Background: an optimization exercise with open tools, aiming at small area, a short achievable clock period and few clock cycles. Do not read the settings as production practice. The RTL was checked by simulation tests, not by an equivalence proof against the original design. Power figures rest on the tool's default switching activity, not on a simulated workload.

==> flow/design.v (outline; a module is shown in full before it is edited, if it fits) <==
// module fj_xu: 406 lines
// module fj_abs: 6 lines
// module fj_oh: 34 lines
// module fj_mul: 13 lines
// module fj_dvstep: 18 lines
// module fj_e3: 45 lines
// module fj_pre: 73 lines
// module fj_e1x: 67 lines
// module fj_e2: 22 lines
// module fj_mul_tree: 2369 lines
module fj_xu (
    input  wire        clk,
    input  wire        rst,           
    input  wire        in_valid,
    output wire        in_ready,
    input  wire [31:0] in_insn,
    input  wire [31:0] in_va,
    input  wire [31:0] in_vb,
    output reg         out_valid,
    output reg         out_ill,       
    output reg         out_wr,        
    output reg  [31:0] out_value,     
    output wire [7:0]  out_flags      
);
  // ...
==> flow/flow/run.sh <==
#!/bin/bash
set -euo pipefail
bash standard.sh "BUFFER_PORTS_ARGS=-buffer_cell sky130_fd_sc_hd__buf_4" \
    SETUP_SLACK_MARGIN=14.6 finish > flow_standard.log 2>&1
==> flow/standard.sh <==
#!/bin/bash
# synth_recipe.tcl (not shown) runs the flow's synth.tcl, then flattens the netlist and writes it again
# the make line also repeats each setting of config.mk as NAME=value (left out here)
make -C /OpenROAD-flow-scripts/flow DESIGN_CONFIG=/design/flow/config.mk WORK_HOME=/design/flow/orfs CLKGATE_MAP_FILE= SYNTH_SCRIPT=/design/flow/synth_recipe.tcl "${@:-finish}"
==> flow/config.mk <==
export PLATFORM = sky130hd
export DESIGN_NAME = fj_xu
export DESIGN_NICKNAME = fj_xu
export VERILOG_FILES = /design/flow/design.v
export SDC_FILE = /design/flow/constraint.sdc
export NUM_CORES = 4
export LEC_CHECK = 0
export CAP_MARGIN = 20
export CORE_MARGIN = 2
export CORE_UTILIZATION = 60
export PLACE_DENSITY = 0.68
export SETUP_SLACK_MARGIN = 1.0
export SLEW_MARGIN = 20
export SYNTH_HIERARCHICAL = 1
==> flow/constraint.sdc <==
create_clock -name core_clock -period 20.0 [get_ports {clk}]
set_input_delay 4.0000 -clock core_clock [delete_from_list [all_inputs] [get_ports {clk}]]
set_output_delay 4.0000 -clock core_clock [all_outputs]
set_load 0.01 [all_outputs]
==> results.sh, run 1 <==
export IMPL_worst_ep_arrival_time_ns=6.05
export IMPL_grt_start_max_net_pins=121
export IMPL_power_share_switching_pct=50.8
export IMPL_antenna_found_initial=13
export IMPL_hold_path_depth=0
export IMPL_p_switching_mw=7.20
export IMPL_multi_input_area_share_pct=66.7
export IMPL_setup_ws_ns=14.54
export IMPL_finClkSkew_ns=0.0493
export IMPL_finalMaxSlewViolations=0
export IMPL_status="no timing/DRC/antenna violations"
export IMPL_gr_usage_met1_pct=56.2
export IMPL_routed_top_layer="met5"
export IMPL_sequentialPowerShare_pct=18.2
export IMPL_start_kind="input pin"
export IMPL_relSlewSlack_pct=15.5
export IMPL_final_fill_count=12000
export IMPL_dr_wl_met2_um=140000
export IMPL_ant_nets=0
export IMPL_syn2layout_area_growth_pct=7.51
export IMPL_clk_power_mw=1.92
export IMPL_power_density_mw_per_mm2=156
export IMPL_die_height_um=379
export IMPL_inv_count=730
export IMPL_final_cell_mix="1,193 x nand2_1, 757 x a21oi_1, 727 x dfxtp_1, 712 x inv_1, 693 x a22oi_1"
export IMPL_final_nonclk_buf_share_pct=4.10
export IMPL_wl_met3_um=41600
export IMPL_use_met3_pct=12.2
Testbench counts, summed over its fixed seeds: cycles 27,742.
==> run 2: changes to the inputs <==
==> flow/run.sh (new file) <==
#!/bin/bash
# synth_recipe.tcl (not shown) runs the flow's synth.tcl, then flattens the netlist and writes it again
# the make line also repeats each setting of config.mk as NAME=value (left out here)
make -C /OpenROAD-flow-scripts/flow DESIGN_CONFIG=/design/flow/config.mk WORK_HOME=/design/flow/orfs CLKGATE_MAP_FILE= SYNTH_SCRIPT=/design/flow/synth_recipe.tcl finish
removed: flow/flow/run.sh
removed: flow/standard.sh
==> run 2 against run 1 <==
  * Wire length fell by 1.8%
  * Critical path type unchanged
  * Sequential share of layout area rose by 0.43 points
  * Hold slack got worse by 0.032 ns
  * Setup slack got worse by 1.6 ns
  * Core utilization fell by 1.4 points
  * Fmax fell by 22%
==> results.sh, run 2 <==
export IMPL_cts_made_buffers=97
export IMPL_cts_resized=0
export IMPL_avgSynthCellArea_sq_um=8.20
export IMPL_yosysWarnings=9
export IMPL_ant_nets=0
export IMPL_critPathRequiredTime_ns=20.58
export IMPL_syn2layout_area_growth_pct=5.12
export IMPL_path_clk_slew_ns=0.06
export IMPL_io_pin_count=143
export IMPL_hpwlAfterDp_um=226000
export IMPL_vias_per_cell=6.88
export IMPL_start_kind="input pin"
export IMPL_clock_fmax_ghz=0.142
export IMPL_hold_path_depth=0
export IMPL_worst_slew_pin_slew_ns=1.26
export IMPL_critPathMaxStageDelay_ns=0.86
export IMPL_cts_sink_count=857
export IMPL_hold_viol_final=0
export IMPL_wl_per_cell_um=27.5
export IMPL_startpoint="in_insn[7]"
export IMPL_slowest_stage="nor3_2"
export IMPL_hold_buffers=0
export IMPL_grt_pass1_wl_um=482000
export IMPL_min_period_ns=7.02
export IMPL_top_regs="e_c: 64 flops, e_s: 64 flops"
export IMPL_finalMaxSlewViolations=0
export IMPL_postSynthCellCount=10300
export IMPL_utilization_pct=63.6
export IMPL_power_density_mw_per_mm2=155
export IMPL_grt_overflow=0
export IMPL_crit_type="in -> reg"
export IMPL_status="no timing/DRC/antenna violations"
export IMPL_final_nets=10800
export IMPL_final_cell_mix="1,196 x nand2_1, 770 x a21oi_1, 739 x dfxtp_1, 717 x inv_1, 693 x a22oi_1"
export IMPL_dr_pass1_iters=11
export IMPL_post_cts_buffers=0
export IMPL_max_vdd_ir_drop_mv=0.159
export IMPL_post_place_ws_ns=12.37
export IMPL_p_leak_nw=35.4
export IMPL_maxCapViolations=0
export IMPL_dpl_instance_area_sq_mm=0.0854
export IMPL_drcViolationCount=0
export IMPL_num_vias=81100
export IMPL_core_sq_mm=0.140
export IMPL_r2r_start="p_bvb"
export IMPL_routed_wl_um=324000
export IMPL_first_global_vias=78100
export IMPL_gp_congestion=1.02
export IMPL_relSlewSlack_pct=16.1
export IMPL_clk_latency_ns=0.74
export IMPL_setup_ws_ns=12.98
export IMPL_regArea_sq_mm=0.0180
export IMPL_die_height_um=379
export IMPL_cts_root_buf="clkbuf_16"
export IMPL_grtUsageTotal_pct=43.9
export IMPL_reg2reg_depth=16
export IMPL_htreeDepth=3
export IMPL_hp_start="f_ill"
export IMPL_timing_hold_ws_ns=0.294
export IMPL_layout_commonest_cell="nand2_1"
export IMPL_total_power_mw=13.7
export IMPL_post_route_period_util_pct=35.1
export IMPL_crit_chain="clkdlybuf4s50_1, nor4b_4, nand2_1, nor3_2, buf_4, a222oi_1, o41ai_1"
export IMPL_final_setup_viol_count=0
export IMPL_dieArea_sq_mm=0.144
export IMPL_endpoint_kind="flop"
export IMPL_die_x_um=379
export IMPL_drt_iter0_markers=10900
export IMPL_hp_class="reg -> reg"
export IMPL_drive_gt1_share_pct=6.72
export IMPL_fin_tns_setup_ns=0
export IMPL_multi_input_area_sq_mm=0.0597
export IMPL_port_buffers=139
export IMPL_place_inst=11600
export IMPL_start_util_pct=60.5
export IMPL_rsz0062_at_grt="false"
export IMPL_grt_start_max_net_pins=110
export IMPL_syn_area_sq_mm=0.0844
export IMPL_finClkSkew_ns=0.0541
export IMPL_final_fill_count=12300
export IMPL_critPathMaxFanout=24
export IMPL_clk_path_buf_depth=3
export IMPL_cts_tree="built"
export IMPL_worst_ep_arrival_time_ns=7.60
export IMPL_stdcell_count=11800
export IMPL_antenna_found_initial=13
export IMPL_rows=137
export IMPL_finalInstanceArea_sq_mm=0.0887
## run 2: cell types whose count changed in the layout (fill, tap and decap cells not counted), sizes merged, moves of 4 or more
cell           change
buf              -220
bufinv             -4
clkbuf             -7
clkdlybuf4s50    +137
clkinv             +4
clkinvlp          -11
nand2              -4
## run 2: per-layer routing
layer  wire length [um]  up-vias  GRT usage, %
li1                   -    35300             -
met1             122000    38500          56.1
met2             137000     5758          66.0
met3              40100     1513          11.0
met4              24400       10          28.2
met5                125        -         0.377
## run 2: final timing paths
kind / slack [ns] / to
worst max-delay path: 12.98 / i_oh[2]
worst min-delay path: 0.29 / out_ill
worst max register to register: 13.56 / e_c[34]
worst min register to register: 0.29 / out_ill
## run 2: area by class of cell
type                            count  area share [%]
Clock inverter                     50           0.739
Multi-Input combinational cell   7817            67.2
Timing Repair Buffer              314            3.05
Clock buffer                      125            2.99
Tap cell                         1876            2.65
Inverter                          728            3.08
Antenna cell                        7          0.0197
Sequential cell                   857            20.2
## run 2: report_power, final
part / total (mW) / switching [mW] / internal, mW
clock: 1.86 / 0.805 / 1.06
combinational: 9.27 / 5.83 / 3.44
sequential: 2.59 / 0.340 / 2.25
total: 13.7 / 6.98 / 6.75
## run 2: critical path: cells and delay by family
kind | cells | cell delay [ns]
AO/OA/AOI/OAI | 2 | 0.25
AND/OR/NAND/NOR | 3 | 2.22
buffers and inverters | 2 | 1.13
==> module fj_xu, before the edit <==
module fj_xu (
    input  wire        clk,
    input  wire        rst,           
    input  wire        in_valid,
    output wire        in_ready,
    input  wire [31:0] in_insn,
    input  wire [31:0] in_va,
    input  wire [31:0] in_vb,
    output reg         out_valid,
    output reg         out_ill,       
    output reg         out_wr,        
    output reg  [31:0] out_value,     
    output wire [7:0]  out_flags      
);
    localparam [31:0] I32_MAX = 32'h7FFF_FFFF;
    localparam [31:0] I32_MIN = 32'h8000_0000;
    localparam [47:0] A48_MAX = 48'h7FFF_FFFF_FFFF;
    localparam [47:0] A48_MIN = 48'h8000_0000_0000;
    reg [47:0] acc0, acc1, acc2, acc3;
    reg        sf0, sf1, sf2, sf4, sf6;       
    reg        rdy;
    assign in_ready = rdy;
    wire [5:0] in_op = in_insn[31:26];
    wire [5:0] in_fx = in_insn[10:5];
    wire [4:0] in_lit = in_insn[4:0];
    wire in_g1 = (in_op == 6'h01), in_g2 = (in_op == 6'h02), in_g3 = (in_op == 6'h03);
    wire in_divlike = (in_g1 & (in_fx == 6'h12)) | (in_g2 & (in_fx == 6'h07));
    wire in_shl   = in_g1 & (in_fx == 6'h08);
    wire in_shlit = (in_g1 & (in_fx == 6'h0B)) | (in_g2 & (in_fx == 6'h05));
    wire in_itop  = in_g2 & (in_fx == 6'h08);
    wire in_shrv  = in_g1 & ((in_fx == 6'h09) | (in_fx == 6'h0A));
    wire in_shrl  = (in_g1 & ((in_fx == 6'h0C) | (in_fx == 6'h0D))) | (in_g2 & (in_fx == 6'h06));
    wire in_ptoi  = in_g2 & (in_fx == 6'h09);
    wire in_acc28 = in_g3 & ((in_fx == 6'h02) | (in_fx == 6'h03));
    wire in_bm1   = in_g2 & ((in_fx == 6'h02) | ((in_fx == 6'h03) & in_va[31]));
    wire pre_bm1, pre_bvb, pre_ma32, pre_pdiv, pre_divlike, pre_r_add, pre_r_and, pre_r_or, pre_r_xor, pre_r_andn, pre_r_min, pre_r_max, pre_r_slt, pre_r_ult, pre_r_eq, pre_r_hi, pre_r_vb, pre_r_sfc, pre_lgi, pre_negp, pre_k31, pre_k27, pre_k19, pre_sub, pre_immh, pre_imms;
    fj_pre u_pre (.insn(in_insn), .va31(in_va[31]), .pre_bm1(pre_bm1), .pre_bvb(pre_bvb), .pre_ma32(pre_ma32), .pre_pdiv(pre_pdiv), .pre_divlike(pre_divlike), .pre_r_add(pre_r_add), .pre_r_and(pre_r_and), .pre_r_or(pre_r_or), .pre_r_xor(pre_r_xor), .pre_r_andn(pre_r_andn), .pre_r_min(pre_r_min), .pre_r_max(pre_r_max), .pre_r_slt(pre_r_slt), .pre_r_ult(pre_r_ult), .pre_r_eq(pre_r_eq), .pre_r_hi(pre_r_hi), .pre_r_vb(pre_r_vb), .pre_r_sfc(pre_r_sfc), .pre_lgi(pre_lgi), .pre_negp(pre_negp), .pre_k31(pre_k31), .pre_k27(pre_k27), .pre_k19(pre_k19), .pre_sub(pre_sub), .pre_immh(pre_immh), .pre_imms(pre_imms));
    wire [33:0] in_oh;
    fj_oh u_oh (.insn(in_insn), .vb(in_vb[4:0]), .va31(in_va[31]), .oh(in_oh));
    wire [31:0] in_absa, in_absb;
    fj_abs u_absa (.x(in_va), .y(in_absa));
    fj_abs u_absb (.x(in_vb), .y(in_absb));
    reg        i_v;
    reg [31:0] i_insn, i_va;
    reg [31:0] i_vb;
    reg  [33:0] i_oh;             
    reg  p_bm1, p_bvb;
    reg        i_ma32;            
    reg [31:0] i_absa, i_absb;    
    reg  r_add, r_and, r_or, r_xor, r_andn, r_min, r_max, r_slt, r_ult, r_eq, r_hi, r_vb,
         r_sfc, p_lgi;
    reg  p_divlike, p_pdiv, p_negp, p_k31, p_k27, p_k19, p_sub, p_immh, p_imms;
    always @(posedge clk) begin
        i_v     <= in_valid & rdy & ~rst;
        i_insn  <= in_insn;
        i_va    <= in_va;
        i_vb    <= in_vb;
        i_oh    <= in_oh;
        p_bm1   <= pre_bm1;
        i_absa  <= in_absa;
        i_absb  <= in_absb;
        p_bvb <= pre_bvb;
        i_ma32 <= pre_ma32;
        p_pdiv <= pre_pdiv;
        p_divlike <= pre_divlike;
        r_add <= pre_r_add;
        r_and <= pre_r_and;
        r_or <= pre_r_or;
        r_xor <= pre_r_xor;
        r_andn <= pre_r_andn;
        r_min <= pre_r_min;
        r_max <= pre_r_max;
        r_slt <= pre_r_slt;
        r_ult <= pre_r_ult;
        r_eq <= pre_r_eq;
        r_hi <= pre_r_hi;
        r_vb <= pre_r_vb;
        r_sfc <= pre_r_sfc;
        p_lgi <= pre_lgi;
        p_negp <= pre_negp;
        p_k31 <= pre_k31;
        p_k27 <= pre_k27;
        p_k19 <= pre_k19;
        p_sub <= pre_sub;
        p_immh <= pre_immh;
        p_imms <= pre_imms;
    end
    wire [5:0]  op  = i_insn[31:26];
    wire [4:0]  f_d = i_insn[25:21];
    wire [4:0]  f_a = i_insn[20:16];
    wire [4:0]  f_b = i_insn[15:11];
    wire [5:0]  fx  = i_insn[10:5];
    wire [4:0]  lit = i_insn[4:0];
    wire [15:0] imm = i_insn[15:0];
    wire d0 = (f_d == 5'd0);
    wire a0 = (f_a == 5'd0);
    wire b0 = (f_b == 5'd0);
    wire l0 = (lit == 5'd0);
    wire g_int = (op == 6'h01);
    wire g_pu  = (op == 6'h02);
    wire g_acc = (op == 6'h03);
    reg ill;
    always @* begin
        case (op)
        6'h01: case (fx)
               6'h00, 6'h01, 6'h02, 6'h03, 6'h04, 6'h05, 6'h06, 6'h07,
               6'h08, 6'h09, 6'h0A, 6'h10, 6'h11, 6'h12, 6'h14, 6'h15,
               6'h16, 6'h17, 6'h18:  ill = ~l0;
               6'h0B, 6'h0C, 6'h0D:  ill = ~b0;
               6'h1F:                ill = ~(a0 & b0 & l0);
               default:              ill = 1'b1;
               endcase
        6'h02: case (fx)
               6'h00, 6'h01, 6'h04, 6'h07: ill = ~l0;
               6'h02, 6'h03:               ill = ~(l0 & b0);
               6'h05, 6'h06:               ill = ~b0;
               6'h08, 6'h09:               ill = (lit > 5'd28) | ~b0;
               default:                    ill = 1'b1;
               endcase
        6'h03: begin
               case (fx)
               6'h00, 6'h01, 6'h08: ill = ~d0;
               6'h02, 6'h03:        ill = ~(d0 & b0);
               6'h04, 6'h06, 6'h07: ill = ~(a0 & b0);
               6'h05:               ill = ~(d0 & a0 & b0);
               default:             ill = 1'b1;
               endcase
               if (lit[4:2] != 3'd0) ill = 1'b1;
               end
        6'h08, 6'h0F: ill = ~a0;
        6'h09, 6'h0A, 6'h0B, 6'h0C, 6'h0D, 6'h0E: ill = 1'b0;
        6'h36: ill = ~(d0 & a0) | (imm[15:8] != 8'd0);
        default: ill = 1'b1;
        endcase
    end
    wire ok = i_v & ~ill;
    wire x_add   = g_int & (fx == 6'h00);
    wire x_sub   = g_int & (fx == 6'h01);
    wire x_adds  = g_int & (fx == 6'h02);
    wire x_subs  = g_int & (fx == 6'h03);
    wire x_and   = g_int & (fx == 6'h04);
    wire x_or    = g_int & (fx == 6'h05);
    wire x_xor   = g_int & (fx == 6'h06);
    wire x_andn  = g_int & (fx == 6'h07);
    wire x_shl   = g_int & (fx == 6'h08);
    wire x_shr   = g_int & (fx == 6'h09);
    wire x_sar   = g_int & (fx == 6'h0A);
    wire x_shli  = g_int & (fx == 6'h0B);
    wire x_shri  = g_int & (fx == 6'h0C);
    wire x_sari  = g_int & (fx == 6'h0D);
    wire x_mul   = g_int & (fx == 6'h10);
    wire x_mulh  = g_int & (fx == 6'h11);
    wire x_div   = g_int & (fx == 6'h12);
    wire x_clt   = g_int & (fx == 6'h14);
    wire x_cltu  = g_int & (fx == 6'h15);
    wire x_ceq   = g_int & (fx == 6'h16);
    wire x_min   = g_int & (fx == 6'h17);
    wire x_max   = g_int & (fx == 6'h18);
    wire x_sfrd  = g_int & (fx == 6'h1F);
    wire x_padd  = g_pu & (fx == 6'h00);
    wire x_psub  = g_pu & (fx == 6'h01);
    wire x_pneg  = g_pu & (fx == 6'h02);
    wire x_pabs  = g_pu & (fx == 6'h03);
    wire x_pmul  = g_pu & (fx == 6'h04);
    wire x_pshl  = g_pu & (fx == 6'h05);
    wire x_pshr  = g_pu & (fx == 6'h06);
    wire x_pdiv  = g_pu & (fx == 6'h07);
    wire x_itop  = g_pu & (fx == 6'h08);
    wire x_ptoi  = g_pu & (fx == 6'h09);
    wire x_pmac  = g_acc & (fx == 6'h00);
    wire x_pmsb  = g_acc & (fx == 6'h01);
    wire x_accld = g_acc & (fx == 6'h02);
    wire x_accad = g_acc & (fx == 6'h03);
    wire x_accrd = g_acc & (fx == 6'h04);
    wire x_accclr= g_acc & (fx == 6'h05);
    wire x_acclo = g_acc & (fx == 6'h06);
    wire x_acchi = g_acc & (fx == 6'h07);
    wire x_accset= g_acc & (fx == 6'h08);
    wire x_pli   = (op == 6'h08);
    wire x_paddi = (op == 6'h09);
    wire x_addi  = (op == 6'h0A);
    wire x_clti  = (op == 6'h0B);
    wire x_andi  = (op == 6'h0C);
    wire x_ori   = (op == 6'h0D);
    wire x_xori  = (op == 6'h0E);
    wire x_lhi   = (op == 6'h0F);
    wire x_sfclr = (op == 6'h36);
    wire wr_op = g_int | g_pu | x_accrd | x_acclo | x_acchi | (op[5:3] == 3'b001);
    wire [31:0] alu;
    wire        ad_v;
    wire [33:0] r_init;
    wire [31:0] xb;
    wire [4:0]  dv_n;
    wire        n_big, dv_stall, az, bz;
    fj_e1x u_e1x (.va(i_va), .vb(i_vb), .imm(imm), .sub(p_sub), .immh(p_immh), .imms(p_imms),
                  .lgi(p_lgi), .r_add(r_add), .r_and(r_and), .r_or(r_or), .r_xor(r_xor),
                  .r_andn(r_andn), .r_min(r_min), .r_max(r_max), .r_slt(r_slt),
                  .r_ult(r_ult), .r_eq(r_eq), .r_hi(r_hi), .r_vb(r_vb), .r_sfc(r_sfc),
                  .res(alu), .ovf(ad_v),
                  .absa(i_absa), .absb(i_absb), .pdiv(p_pdiv), .r_init(r_init), .xb(xb),
                  .n(dv_n), .big(n_big), .stall(dv_stall), .az(az), .bz(bz));
    wire        is_sat_add = x_adds | x_subs | x_padd | x_psub | x_paddi;
    wire [63:0] m_s, m_c;
    fj_mul u_mul (.va(i_va), .ma32(i_ma32), .vb(i_vb), .oh(i_oh), .bm1(p_bm1), .bvb(p_bvb),
                  .negp(p_negp), .k31(p_k31), .k27(p_k27), .k19(p_k19), .s(m_s), .c(m_c));
    wire dv_go = ok & (x_div | x_pdiv);
    wire e1_plo = x_mul | x_shl | x_shli | x_pshl | x_itop | x_pneg | x_pabs;
    wire e1_phi = x_mulh | x_shr | x_sar | x_shri | x_sari | x_pshr | x_ptoi;
    reg         e_v, e_ill, e_wr;
    reg         e_plo, e_phi, e_pmul;       
    reg         e_fovf;       
    reg         e_fsat;       
    reg         e_fsat0;      
    reg         e_satv;       
    reg         e_fadd;       
    reg         e_fovf1;      
    reg         e_acc_add;    
    reg         e_acc_zb;     
    reg         e_acc_set;    
    reg         e_accrd, e_acclo, e_acchi, e_sfrd, e_sfclr;
    reg  [3:0]  e_sel;        
    reg  [31:0] e_res;
    reg  [63:0] e_s, e_c;
    always @(posedge clk) begin
        e_v       <= i_v & ~dv_go & ~rst;
        e_ill     <= ill;
        e_wr      <= wr_op & ~d0 & ~ill;
        e_plo     <= e1_plo & ~ill;
        e_phi     <= e1_phi & ~ill;
        e_pmul    <= x_pmul & ~ill;
        e_fovf    <= x_mul & ~ill;
        e_fsat    <= (x_pshl | x_itop) & ~ill;
        e_fsat0   <= (x_pneg | x_pabs) & ~ill;
        e_satv    <= is_sat_add & ad_v & ~ill;
        e_fadd    <= (x_padd | x_psub | x_paddi) & ad_v & ~ill;
        e_fovf1   <= (x_adds | x_subs) & ad_v & ~ill;
        e_acc_add <= (x_pmac | x_pmsb | x_accad | x_accld) & ~ill;
        e_acc_zb  <= x_accld;
        e_acc_set <= (x_accset | x_accclr) & ~ill;
        e_accrd   <= x_accrd & ~ill;
        e_acclo   <= x_acclo & ~ill;
        e_acchi   <= x_acchi & ~ill;
        e_sfrd    <= x_sfrd & ~ill;
        e_sfclr   <= x_sfclr & ~ill;
        e_sel     <= 4'd1 << lit[1:0];
        e_res     <= alu;
        e_s       <= m_s;
        e_c       <= m_c;
    end
    reg         dv_pend;      
    reg  [4:0]  dv_cnt;       
    reg  [33:0] dv_r;         
    reg  [31:0] dv_b;         
    reg  [32:0] dv_q;
    reg         dv_neg, dv_zero, dv_big, dv_pdiv, dv_wr, dv_apos, dv_aneg;
    wire [31:0] rem;
    wire [1:0]  dig;
    fj_dvstep u_dvt (.r(dv_r), .b(dv_b), .rem(rem), .dig(dig));
    wire dv_start = i_v & p_divlike;
    wire dv_inj;
    always @(posedge clk) begin
        if (rst) begin
            dv_pend <= 1'b0;
            dv_cnt  <= 5'd0;
        end else begin
            if (dv_start)
                dv_cnt <= dv_n;
            else if (dv_cnt != 5'd0)
                dv_cnt <= dv_cnt - 5'd1;
            if (dv_go)
                dv_pend <= 1'b1;
            else if (dv_inj)
                dv_pend <= 1'b0;
        end
    end
    always @(posedge clk) begin
        if (dv_start) begin
            dv_r    <= r_init;
            dv_b    <= xb;
            dv_q    <= 33'd0;
            dv_neg  <= i_va[31] ^ i_vb[31];
            dv_zero <= bz;
            dv_big  <= n_big & ~bz & ~az;
            dv_pdiv <= p_pdiv;
            dv_wr   <= ~d0;
            dv_apos <= ~i_va[31] & ~az;
            dv_aneg <= i_va[31];
        end else if (dv_cnt != 5'd0) begin
            dv_r   <= {rem, 2'b00};
            dv_q   <= {dv_q[30:0], dig};
        end
    end
    assign dv_inj = dv_pend & (dv_cnt[4:1] == 4'd0);
    wire [32:0] q_fin = dv_cnt[0] ? {dv_q[30:0], dig} : dv_q;
    wire [31:0] r2;
    wire [43:0] p_t;
    wire        lo_ovf, pm_ovf;
    fj_e2 u_e2 (.s(e_s), .c(e_c), .res(e_res), .satv(e_satv), .plo(e_plo), .phi(e_phi),
                  .pmul(e_pmul), .fsat(e_fsat | e_fsat0), .r2(r2), .t(p_t), .lo_ovf(lo_ovf),
                  .pm_ovf(pm_ovf));
    always @(posedge clk) begin
        if (rst)
            rdy <= 1'b1;
        else if (in_valid & rdy & pre_divlike)
            rdy <= 1'b0;
        else if (dv_start)
            rdy <= ~dv_stall;
        else if (dv_cnt == 5'd3)
            rdy <= 1'b1;
    end
    reg         f_v, f_ill, f_wr;
    reg         f_div, f_q32, f_dneg, f_dzero, f_dbig, f_dpdiv, f_dapos, f_daneg;
    reg         f_f0, f_f1, f_f6;
    reg         f_acc_add, f_acc_set, f_accrd, f_acclo, f_acchi, f_sfrd, f_sfclr;
    reg  [3:0]  f_sel;
    reg  [31:0] f_res;
    reg  [43:0] f_t;          
    always @(posedge clk) begin
        if (dv_inj) begin
            f_v       <= ~rst;
            f_ill     <= 1'b0;
            f_wr      <= dv_wr;
            f_f0      <= 1'b0;
            f_f1      <= 1'b0;
            f_f6      <= 1'b0;
            f_acc_add <= 1'b0;
            f_acc_set <= 1'b0;
            f_accrd   <= 1'b0;
            f_acclo   <= 1'b0;
            f_acchi   <= 1'b0;
            f_sfrd    <= 1'b0;
            f_sfclr   <= 1'b0;
            f_res     <= q_fin[31:0];
        end else begin
            f_v       <= e_v & ~rst;
            f_ill     <= e_ill;
            f_wr      <= e_wr;
            f_f0      <= e_fadd | (e_fsat0 & lo_ovf);
            f_f1      <= (e_fsat & lo_ovf) | (e_pmul & pm_ovf);
            f_f6      <= e_fovf1 | (e_fovf & lo_ovf);
            f_acc_add <= e_acc_add;
            f_acc_set <= e_acc_set;
            f_accrd   <= e_accrd;
            f_acclo   <= e_acclo;
            f_acchi   <= e_acchi;
            f_sfrd    <= e_sfrd;
            f_sfclr   <= e_sfclr;
            f_res     <= r2;
        end
        f_sel   <= e_sel;
        f_t     <= p_t;
        f_div   <= dv_inj;
        f_q32   <= q_fin[32];
        f_dneg  <= dv_neg;
        f_dzero <= dv_zero;
        f_dbig  <= dv_big;
        f_dpdiv <= dv_pdiv;
        f_dapos <= dv_apos;
        f_daneg <= dv_aneg;
    end
    reg f_zb;
    always @(posedge clk) f_zb <= e_acc_zb;
    wire [7:0]  sf_cur = {1'b0, sf6, 1'b0, sf4, 1'b0, sf2, sf1, sf0};
    wire [47:0] acc_w0;
    wire [31:0] res3;
    wire        a_ovf, r_ovf, df1, df4, df6;
    fj_e3 u_e3 (.acc0(acc0), .acc1(acc1), .acc2(acc2), .acc3(acc3), .sel(f_sel), .zb(f_zb),
                .t(f_t), .res(f_res), .set(f_acc_set), .accrd(f_accrd),
                .acclo(f_acclo), .acchi(f_acchi), .sfrd(f_sfrd), .sf(sf_cur),
                .div(f_div), .q32(f_q32), .dneg(f_dneg), .dzero(f_dzero), .dbig(f_dbig),
                .dpdiv(f_dpdiv), .dapos(f_dapos), .daneg(f_daneg), .df1(df1), .df4(df4),
                .df6(df6),
                .acc_w(acc_w0), .a_ovf(a_ovf), .r_ovf(r_ovf), .res3(res3));
    wire f2 = (f_acc_add & a_ovf) | (f_accrd & r_ovf);
    wire [47:0] acc_w = acc_w0;
    wire        acc_we = f_v & (f_acc_add | f_acc_set);
    wire        clr = f_v & f_sfclr;
    reg o_f0, o_f1, o_f2, o_f4, o_f6;
    assign out_flags = {1'b0, o_f6, 1'b0, o_f4, 1'b0, o_f2, o_f1, o_f0};
    always @(posedge clk) begin
        if (rst) begin
            acc0 <= 48'd0; acc1 <= 48'd0; acc2 <= 48'd0; acc3 <= 48'd0;
            sf0 <= 1'b0; sf1 <= 1'b0; sf2 <= 1'b0; sf4 <= 1'b0; sf6 <= 1'b0;
            out_valid <= 1'b0;
        end else begin
            out_valid <= f_v;
            if (acc_we & f_sel[0]) acc0 <= acc_w;
            if (acc_we & f_sel[1]) acc1 <= acc_w;
            if (acc_we & f_sel[2]) acc2 <= acc_w;
            if (acc_we & f_sel[3]) acc3 <= acc_w;
            if (f_v) begin
                sf0 <= (sf0 & ~(clr & f_res[0])) | f_f0;
                sf1 <= (sf1 & ~(clr & f_res[1])) | f_f1 | df1;
                sf2 <= (sf2 & ~(clr & f_res[2])) | f2;
                sf4 <= (sf4 & ~(clr & f_res[4])) | df4;
                sf6 <= (sf6 & ~(clr & f_res[6])) | f_f6 | df6;
            end
        end
    end
    always @(posedge clk) begin
        out_ill   <= f_ill;
        out_wr    <= f_wr;
        out_value <= res3;
        o_f0 <= f_f0; o_f1 <= f_f1 | df1; o_f2 <= f2; o_f4 <= df4; o_f6 <= f_f6 | df6;
    end
endmodule
==> run 3: changes to the inputs <==
--- a/flow/design.v
+++ b/flow/design.v
@@ -26,3 +26,2 @@
     wire in_g1 = (in_op == 6'h01), in_g2 = (in_op == 6'h02), in_g3 = (in_op == 6'h03);
-    wire in_divlike = (in_g1 & (in_fx == 6'h12)) | (in_g2 & (in_fx == 6'h07));
     wire in_shl   = in_g1 & (in_fx == 6'h08);
@@ -37,2 +36,4 @@
     fj_pre u_pre (.insn(in_insn), .va31(in_va[31]), .pre_bm1(pre_bm1), .pre_bvb(pre_bvb), .pre_ma32(pre_ma32), .pre_pdiv(pre_pdiv), .pre_divlike(pre_divlike), .pre_r_add(pre_r_add), .pre_r_and(pre_r_and), .pre_r_or(pre_r_or), .pre_r_xor(pre_r_xor), .pre_r_andn(pre_r_andn), .pre_r_min(pre_r_min), .pre_r_max(pre_r_max), .pre_r_slt(pre_r_slt), .pre_r_ult(pre_r_ult), .pre_r_eq(pre_r_eq), .pre_r_hi(pre_r_hi), .pre_r_vb(pre_r_vb), .pre_r_sfc(pre_r_sfc), .pre_lgi(pre_lgi), .pre_negp(pre_negp), .pre_k31(pre_k31), .pre_k27(pre_k27), .pre_k19(pre_k19), .pre_sub(pre_sub), .pre_immh(pre_immh), .pre_imms(pre_imms));
+    wire in_divlike;
+    fj_divlike u_dl (.insn(in_insn), .y(in_divlike));
     wire [33:0] in_oh;
@@ -303,3 +304,3 @@
             rdy <= 1'b1;
-        else if (in_valid & rdy & pre_divlike)
+        else if (in_valid & rdy & in_divlike)
             rdy <= 1'b0;
@@ -684,2 +685,9 @@
 endmodule
+module fj_divlike (
+    input  wire [31:0] insn,
+    output wire        y
+);
+    assign y = ((insn[31:26] == 6'h01) & (insn[10:5] == 6'h12)) |
+               ((insn[31:26] == 6'h02) & (insn[10:5] == 6'h07));
+endmodule
 module fj_mul_tree (
==> flow/flow/run.sh (new file) <==
#!/bin/bash
set -euo pipefail
bash standard.sh "BUFFER_PORTS_ARGS=-buffer_cell sky130_fd_sc_hd__buf_4" \
    SETUP_SLACK_MARGIN=15.0 finish > flow_standard.log 2>&1
==> flow/standard.sh (new file) <==
#!/bin/bash
# synth_recipe.tcl (not shown) runs the flow's synth.tcl, then flattens the netlist and writes it again
# the make line also repeats each setting of config.mk as NAME=value (left out here)
make -C /OpenROAD-flow-scripts/flow DESIGN_CONFIG=/design/flow/config.mk WORK_HOME=/design/flow/orfs CLKGATE_MAP_FILE= SYNTH_SCRIPT=/design/flow/synth_recipe.tcl "${@:-finish}"
--- a/flow/config.mk
+++ b/flow/config.mk
@@ -9,4 +9,4 @@
 export CORE_MARGIN = 2
-export CORE_UTILIZATION = 60
-export PLACE_DENSITY = 0.68
+export CORE_UTILIZATION = 68
+export PLACE_DENSITY = 0.76
 export SETUP_SLACK_MARGIN = 1.0
removed: flow/run.sh
==> run 3 against run 2 <==
  * The flow now stops in global routing (5_1_grt)
  * Synthesized cell count is essentially flat
  * Area after synthesis is essentially flat
==> results.sh, run 3 <==
export IMPL_cts_made_buffers=94
export IMPL_grt_start_max_net_pins=132
export IMPL_syn_area_sq_mm=0.0845
export IMPL_postSynthCellCount=10300
export IMPL_rows=129
export IMPL_avgSynthCellArea_sq_um=8.20
export IMPL_die_height_um=356
export IMPL_grt_worst_endpoint="dv_r[16]$_DFFE_PP_/D"
export IMPL_port_buffers=139
export IMPL_grt_overflow=399
export IMPL_lastStage="global routing (5_1_grt)"
export IMPL_status="stopped before the end"
export IMPL_htreeDepth=3
export IMPL_hold_buffers=0
export IMPL_gp_congestion=1.05
export IMPL_grtUsageTotal_pct=71.6
export IMPL_die_x_um=356
export IMPL_toolErrorMsg="[ERROR GRT-0232] Routing congestion too high. Check the congestion heatmap in the GUI."
export IMPL_hpwlAfterDp_um=223000
export IMPL_cts_sink_count=857
export IMPL_yosysWarnings=9
export IMPL_clk_path_buf_depth=3
export IMPL_start_util_pct=68.4
export IMPL_io_pin_count=143
export IMPL_cts_root_buf="clkbuf_16"
export IMPL_worst_endpoint_kind="register data pin"
-- run 3: timing repair --
item,in CTS
setup buffers,185
resized for setup,595
gates cloned,36
pin swaps,211
setup endpoints to repair,464
-- run 3: worst min-delay path by stage --
| stage | to | slack (ns) |
|---|---|---|
| after floorplan | f_sel[0] | 0.31 |
| after global placement | out_wr | 0.31 |
| after detailed placement | f_sel[2] | 0.31 |
| after CTS | f_dbig | 0.32 |
-- run 3: metrics by stage --
stage               total power [mW]  setup WS (ns)  std cells  instance area, sq um
detailed placement              11.4          13.46      11300                 85100
floorplan                       10.2          14.30      10300                 85300
global placement                11.0          13.56      11300                 85100
CTS                             14.0          14.73      11700                 93500
-- run 3: power groups by stage --
stage / combinational, mW / clock [mW] / sequential, mW
2_1_floorplan: 7.78 / 0 / 2.44
3_3_place_gp: 8.43 / 0 / 2.59
3_5_place_dp: 8.79 / 0 / 2.59
4_1_cts: 9.52 / 1.90 / 2.56
-- run 3: per-layer routing --
layer,track usage (%),overflow
met5,36.0,11
met4,61.0,95
met3,55.0,63
met2,87.9,150
met1,75.8,80
Testbench counts of run 3, summed over its fixed seeds: cycles 27,742.
==> run 4: changes to the inputs <==
==> flow/flow/run.sh (replaced) <==
#!/bin/bash
set -euo pipefail
bash standard.sh "BUFFER_PORTS_ARGS=-buffer_cell sky130_fd_sc_hd__buf_4" \
    SETUP_SLACK_MARGIN=14.6 finish > flow_standard.log 2>&1
--- a/flow/config.mk
+++ b/flow/config.mk
@@ -9,4 +9,4 @@
 export CORE_MARGIN = 2
-export CORE_UTILIZATION = 68
-export PLACE_DENSITY = 0.76
+export CORE_UTILIZATION = 60
+export PLACE_DENSITY = 0.68
 export SETUP_SLACK_MARGIN = 1.0
==> run 4 against run 3 <==
  * The run now finishes clean
  * Synthesized cell count is the same
  * Area after synthesis unchanged
==> results.sh, run 4 <==
export IMPL_hp_class="reg -> reg"
export IMPL_clk_path_buf_depth=3
export IMPL_gr_usage_met1_pct=56.4
export IMPL_p_leak_nw=36.7
export IMPL_grt_pass1_wl_um=490000
export IMPL_reg2reg_slack_ns=14.57
export IMPL_vias_per_cell=6.92
export IMPL_critPathMaxFanout=17
export IMPL_drive_gt1_share_pct=10.8
export IMPL_cts_made_buffers=96
export IMPL_power_density_mw_per_mm2=160
export IMPL_power_share_switching_pct=51.2
export IMPL_drt_iter0_markers=11100
export IMPL_r2r_end="e_c[34]"
export IMPL_dr_pass1_iters=11
export IMPL_start_kind="flop"
export IMPL_routed_wl_um=336000
export IMPL_final_nets=10900
export IMPL_endpoint="e_c[34]"
export IMPL_max_vdd_ir_drop_mv=0.180
export IMPL_die_x_um=379
export IMPL_finClkSkew_ns=0.0638
export IMPL_use_met3_pct=12.2
export IMPL_clock_fmax_ghz=0.184
export IMPL_reg2reg_depth=14
export IMPL_p_switching_mw=7.47
export IMPL_layout_commonest_cell="nand2_1"
export IMPL_final_setup_viol_count=0
export IMPL_startpoint="p_bvb"
export IMPL_finalMaxSlewViolations=0
export IMPL_dieArea_sq_mm=0.144
export IMPL_hpwlAfterDp_um=225000
export IMPL_top_regs="e_c: 64 flops, e_s: 64 flops"
export IMPL_gr_usage_met2_pct=67.3
export IMPL_grtUsageTotal_pct=44.7
export IMPL_cts_sink_count=857
export IMPL_worst_ep_arrival_time_ns=6.02
export IMPL_syn2layout_area_growth_pct=7.99
export IMPL_critPathRequiredTime_ns=20.59
export IMPL_htreeDepth=3
export IMPL_syn_area_sq_mm=0.0845
export IMPL_busiest_layer="met2"
export IMPL_post_route_period_util_pct=27.2
export IMPL_core_sq_mm=0.140
export IMPL_hold_viol_final=0
export IMPL_min_period_ns=5.43
export IMPL_clockPowerShare_pct=13.0
export IMPL_num_vias=82400
export IMPL_fin_tns_setup_ns=0
export IMPL_sequentialPowerShare_pct=17.6
export IMPL_utilization_pct=65.4
export IMPL_final_cell_mix="1,194 x nand2_1, 762 x a21oi_1, 727 x dfxtp_1, 708 x inv_1, 693 x a22oi_1"
export IMPL_yosysWarnings=9
export IMPL_antenna_found_initial=16
export IMPL_hold_buffers=0
export IMPL_dpl_instance_area_sq_mm=0.0851
export IMPL_gp_congestion=1.04
export IMPL_port_buffers=139
export IMPL_io_pin_count=143
export IMPL_grt_overflow=0
export IMPL_worst_slew_pin_slew_ns=1.17
export IMPL_p_comb_share_pct=69.3
export IMPL_path_clk_slew_ns=0.06
export IMPL_drcViolationCount=0
export IMPL_avgSynthCellArea_sq_um=8.20
export IMPL_crit_type="reg -> reg"
export IMPL_first_global_vias=78300
export IMPL_p_int_mw=7.12
export IMPL_rsz0062_at_grt="true"
export IMPL_wl_per_cell_um=28.2
export IMPL_maxCapViolations=0
export IMPL_relSlewSlack_pct=21.2
export IMPL_clk_latency_ns=0.74
export IMPL_grt_start_max_net_pins=124
export IMPL_rows=137
export IMPL_postSynthCellCount=10300
export IMPL_cts_tree="built"
export IMPL_status="no timing/DRC/antenna violations"
export IMPL_die_height_um=379
export IMPL_finalInstanceArea_sq_mm=0.0912
export IMPL_ant_nets=0
export IMPL_r2r_start="p_bvb"
export IMPL_cts_root_buf="clkbuf_16"
export IMPL_start_util_pct=60.5
export IMPL_endpoint_kind="flop"
-- run 4: layer usage --
layer | share of wire [%] | vias up
met4 | 7.9 | 16
met1 | 37 | 39100
met2 | 42 | 6005
met5 | 0.029 | -
li1 | - | 35600
met3 | 13 | 1644
-- run 4: power groups by stage --
stage	logic [mW]	clock network, mW	registers (mW)
2_1_floorplan	7.76	0	2.44
3_3_place_gp	9.00	0	2.58
3_5_place_dp	9.25	0	2.58
4_1_cts	9.42	1.91	2.54
5_1_grt	10.9	1.98	2.58
6_report	10.1	1.90	2.57
-- run 4: critical path, stage by stage (launching register included) --
cell and delay, ns:
dfxtp_4 0.37, buf_12 0.16, a211o_4 0.38, or2_4 0.29
mux2i_4 0.38, clkbuf_16 0.25, a22oi_1 0.07, xor2_1 0.20
fa_1 0.52, fa_1 0.54, fa_2 0.41, fa_1 0.52
fa_1 0.58, inv_1 0.06, fa_1 0.53
-- run 4: repair_timing --
| item | 4_1_cts | 5_1_grt |
|---|---|---|
| pin swaps | 16 | 79 |
| gates resized for setup | 129 | 206 |
| cloned | 7 | 18 |
| endpoints found under the setup margin | 260 | 201 |
| endpoints found under the hold margin | 0 | 0 |
| setup buffers | 29 | 77 |
-- run 4: worst min path at each step --
stage / depth (start not counted) / end / slack, ns / from
after floorplan: 0 / f_sel[0] / 0.31 / e_sel[0]
after global placement: 0 / out_wr / 0.31 / f_wr
after detailed placement: 0 / out_wr / 0.32 / f_wr
after CTS: 0 / f_zb / 0.29 / e_acc_zb
after global routing: 0 / f_zb / 0.31 / e_acc_zb
final: 0 / f_zb / 0.29 / e_acc_zb
-- run 4: metrics by stage --
stage	setup WS, ns	power, mW	std cells	hold WS (ns)
global route	14.48	15.5	11900	0.306
global placement	12.98	11.6	11600	0.315
finish	14.57	14.6	11900	0.289
CTS	14.60	13.9	11800	0.290
detailed placement	13.18	11.8	11600	0.317
floorplan	14.30	10.2	10300	0.310
-- run 4: area by class of cell --
cell class	instances	area, sq um
antenna	8	20.0
multi-input combinational	7833	60700
clock buffer	121	2630
tap	1876	2350
sequential	857	18000
clock inverter	55	724
inverter	728	2780
timing repair inverter	1	5.00
timing repair buffer	431	4050
fill	12000	48300
==> run 5: changes to the inputs <==
--- a/flow/config.mk
+++ b/flow/config.mk
@@ -14 +14,2 @@
 export SYNTH_HIERARCHICAL = 1
+export TNS_END_PERCENT = 20
==> run 5 against run 4 <==
  * Via count shrank 0.43%
  * First-iteration DRC count shrank 1.3%
  * Die area is the same
  * Cell area shrank 1.1%
  * Flip-flop and latch count is the same
  * Hold slack gained 0.040 ns
  * Power shrank 3.7%
  * Wire length shrank 0.65%
  * Critical endpoint is now i_oh[20]
  * Largest cell class unchanged
  * Largest power group unchanged
  * Highest routed layer unchanged
==> results.sh, run 5 <==
export IMPL_rows=137
export IMPL_status="no timing/DRC/antenna violations"
export IMPL_finClkSkew_ns=0.0634
export IMPL_core_sq_mm=0.140
export IMPL_finalInstanceArea_sq_mm=0.0902
export IMPL_hold_path_depth=0
export IMPL_vias_per_cell=6.92
export IMPL_syn2layout_area_growth_pct=6.75
export IMPL_avgSynthCellArea_sq_um=8.20
export IMPL_p_comb_share_pct=68.3
export IMPL_place_inst=11600
export IMPL_yosysWarnings=9
export IMPL_reg2reg_slack_ns=14.42
export IMPL_hp_class="reg -> reg"
export IMPL_io_pin_count=143
export IMPL_grt_overflow=0
export IMPL_p_leak_nw=36.2
export IMPL_fin_tns_setup_ns=0
export IMPL_setup_ws_ns=14.40
export IMPL_final_setup_viol_count=0
export IMPL_hold_viol_final=0
export IMPL_p_int_mw=6.88
export IMPL_grt_pass1_wl_um=493000
export IMPL_power_share_switching_pct=51.0
export IMPL_grt_start_max_net_pins=122
export IMPL_crit_type="in -> reg"
export IMPL_cts_sink_count=857
export IMPL_clk_latency_ns=0.74
export IMPL_die_x_um=379
export IMPL_drive_gt1_share_pct=10.0
export IMPL_min_to="f_sel[3]"
export IMPL_relSlewSlack_pct=21.5
export IMPL_maxCapViolations=0
export IMPL_clock_fmax_ghz=0.179
export IMPL_r2r_start="p_bm1"
export IMPL_endpoint_kind="flop"
export IMPL_r2r_end="e_c[26]"
export IMPL_hold_buffers=0
export IMPL_antenna_found_initial=21
export IMPL_cts_root_buf="clkbuf_16"
export IMPL_htreeDepth=3
export IMPL_start_kind="input pin"
export IMPL_path_clk_slew_ns=0.06
export IMPL_timing_hold_ws_ns=0.329
export IMPL_start_util_pct=60.5
export IMPL_cts_made_buffers=94
export IMPL_final_nets=10900
export IMPL_top_regs="e_c: 64 flops, e_s: 64 flops"
export IMPL_critPathRequiredTime_ns=20.61
export IMPL_routed_wl_um=334000
export IMPL_reg2reg_depth=15
export IMPL_first_global_vias=78500
export IMPL_max_vdd_ir_drop_mv=0.147
export IMPL_sequentialPowerShare_pct=18.5
export IMPL_dieArea_sq_mm=0.144
export IMPL_dpl_instance_area_sq_mm=0.0851
export IMPL_port_buffers=139
export IMPL_min_period_ns=5.60
export IMPL_grtUsageTotal_pct=45.0
export IMPL_ant_nets=0
export IMPL_clk_path_buf_depth=3
export IMPL_dr_pass1_iters=13
export IMPL_final_cell_mix="1,195 x nand2_1, 758 x a21oi_1, 734 x dfxtp_1, 714 x inv_1, 693 x a22oi_1"
export IMPL_worst_ep_arrival_time_ns=6.21
export IMPL_syn_area_sq_mm=0.0845
export IMPL_power_density_mw_per_mm2=156
export IMPL_wl_per_cell_um=28.1
export IMPL_final_fill_count=12000
export IMPL_hp_start="e_sel[3]"
export IMPL_clockPowerShare_pct=13.2
export IMPL_post_route_period_util_pct=28.0
export IMPL_num_vias=82000
export IMPL_die_height_um=379
export IMPL_drcViolationCount=0
export IMPL_cts_tree="built"
export IMPL_postSynthCellCount=10300
export IMPL_hpwlAfterDp_um=231000
export IMPL_rsz0062_at_grt="true"
export IMPL_drt_iter0_markers=11000
export IMPL_worst_slew_pin_slew_ns=1.18
export IMPL_p_switching_mw=7.16
export IMPL_layout_commonest_cell="nand2_1"
export IMPL_post_place_ws_ns=13.04
export IMPL_finalMaxSlewViolations=0
export IMPL_gp_congestion=1.03
export IMPL_critPathMaxFanout=25
export IMPL_stdcell_count=11900
run 5: cell count changes in the layout (fill, tap and decap cells not counted), moves of 7 or more:
cell and change:
fa_2 -10, dfxtp_1 +7, a211o_1 +9, clkbuf_16 -14, buf_12 -12, fa_1 +11, a211o_4 -13
run 5: worst max-delay path, cell delays in order:
cell and delay [ns]:
buf_4 0.14, nor4_4 0.59, nand3_4 0.33, o41a_1 0.48
buf_4 0.24, o311ai_0 0.41
run 5: power groups by stage:
stage | clock [mW] | combinational, mW | sequential (mW)
floorplan | 0 | 7.76 | 2.44
CTS | 1.86 | 9.13 | 2.57
global route | 1.92 | 10.4 | 2.61
detailed placement | 0 | 8.89 | 2.60
finish | 1.85 | 9.60 | 2.60
global placement | 0 | 8.63 | 2.60
run 5: how the worst max path moves through the flow:
stage                     end        start  cells past startpoint
floorplan               r_slt  in_insn[31]                      4
global placement     i_oh[18]   in_insn[7]                      6
detailed placement   i_oh[20]   in_insn[7]                      6
CTS                 e_res[30]       p_imms                     21
global route          e_c[27]        p_bm1                     16
finish               i_oh[20]  in_insn[31]                      6
run 5: final cells by class:
| type | count | area (sq um) | area share [%] |
|---|---|---|---|
| Tap cell | 1876 | 2350 | 2.60 |
| Timing Repair inverter | 1 | 5.00 | 0.00555 |
| Clock buffer | 129 | 2680 | 2.97 |
| Antenna cell | 4 | 10.0 | 0.0111 |
| Clock inverter | 44 | 597 | 0.662 |
| Sequential cell | 857 | 18000 | 19.9 |
| Multi-Input combinational cell | 7830 | 60500 | 67.1 |
| Inverter | 728 | 2760 | 3.06 |
| Timing Repair Buffer | 394 | 3320 | 3.68 |
run 5: repair_timing:
action	CTS	global route
gates resized for setup	115	122
cloned	5	3
setup buffers	28	50
endpoints found under the setup margin	231	262
pin swaps	16	32
run 5: routing by layer:
layer	vias up	wire (um)	share of wire, %	global-route usage, %
li1	35500	-	-	-
met4	22	25700	7.7	28.9
met3	1664	41000	12	12.2
met2	5739	142000	43	67.9
met5	-	130	0.039	0.172
met1	39200	125000	37	56.8
run 5: metrics by stage:
step	utilization, %	power [mW]
2_1_floorplan	-	10.2
3_3_place_gp	61.0	11.2
3_5_place_dp	61.0	11.5
4_1_cts	63.9	13.6
5_1_grt	64.6	14.9
6_report	64.6	14.0

## static timing again, ports no longer ideal
Ports are ideal in the flow. The routed layouts listed here were re-timed in OpenROAD.
Step 1, drivers: a clkbuf_16 drives clk and a buf_2 each remaining input, both assumed.
Step 2 moves the port delays by t, midway between the first and last clock arrival at a register: inputs arrive t later, outputs are due t later. That takes back most of the time a late clock gives input paths.
a / b / c = ideal / step 1 / step 2; a / b = the first two.
run | t, ns | setup WS [ns] | worst register clock-pin slew, ns | worst data-port slew with drivers (ns) | pins driven straight from the clock port
run 1 | 0.812 | 14.536 / 14.609 / 13.797 | 0.07 / 0.07 | 0.20 | 1
run 2 | 0.808 | 12.980 / 13.050 / 12.241 | 0.08 / 0.08 | 0.19 | 1
run 4 | 0.807 | 14.569 / 14.535 / 13.873 | 0.07 / 0.07 | 0.20 | 1
run 5 | 0.808 | 14.400 / 14.416 / 13.664 | 0.07 / 0.07 | 0.23 | 1
After both steps setup and hold are still met in every run listed.
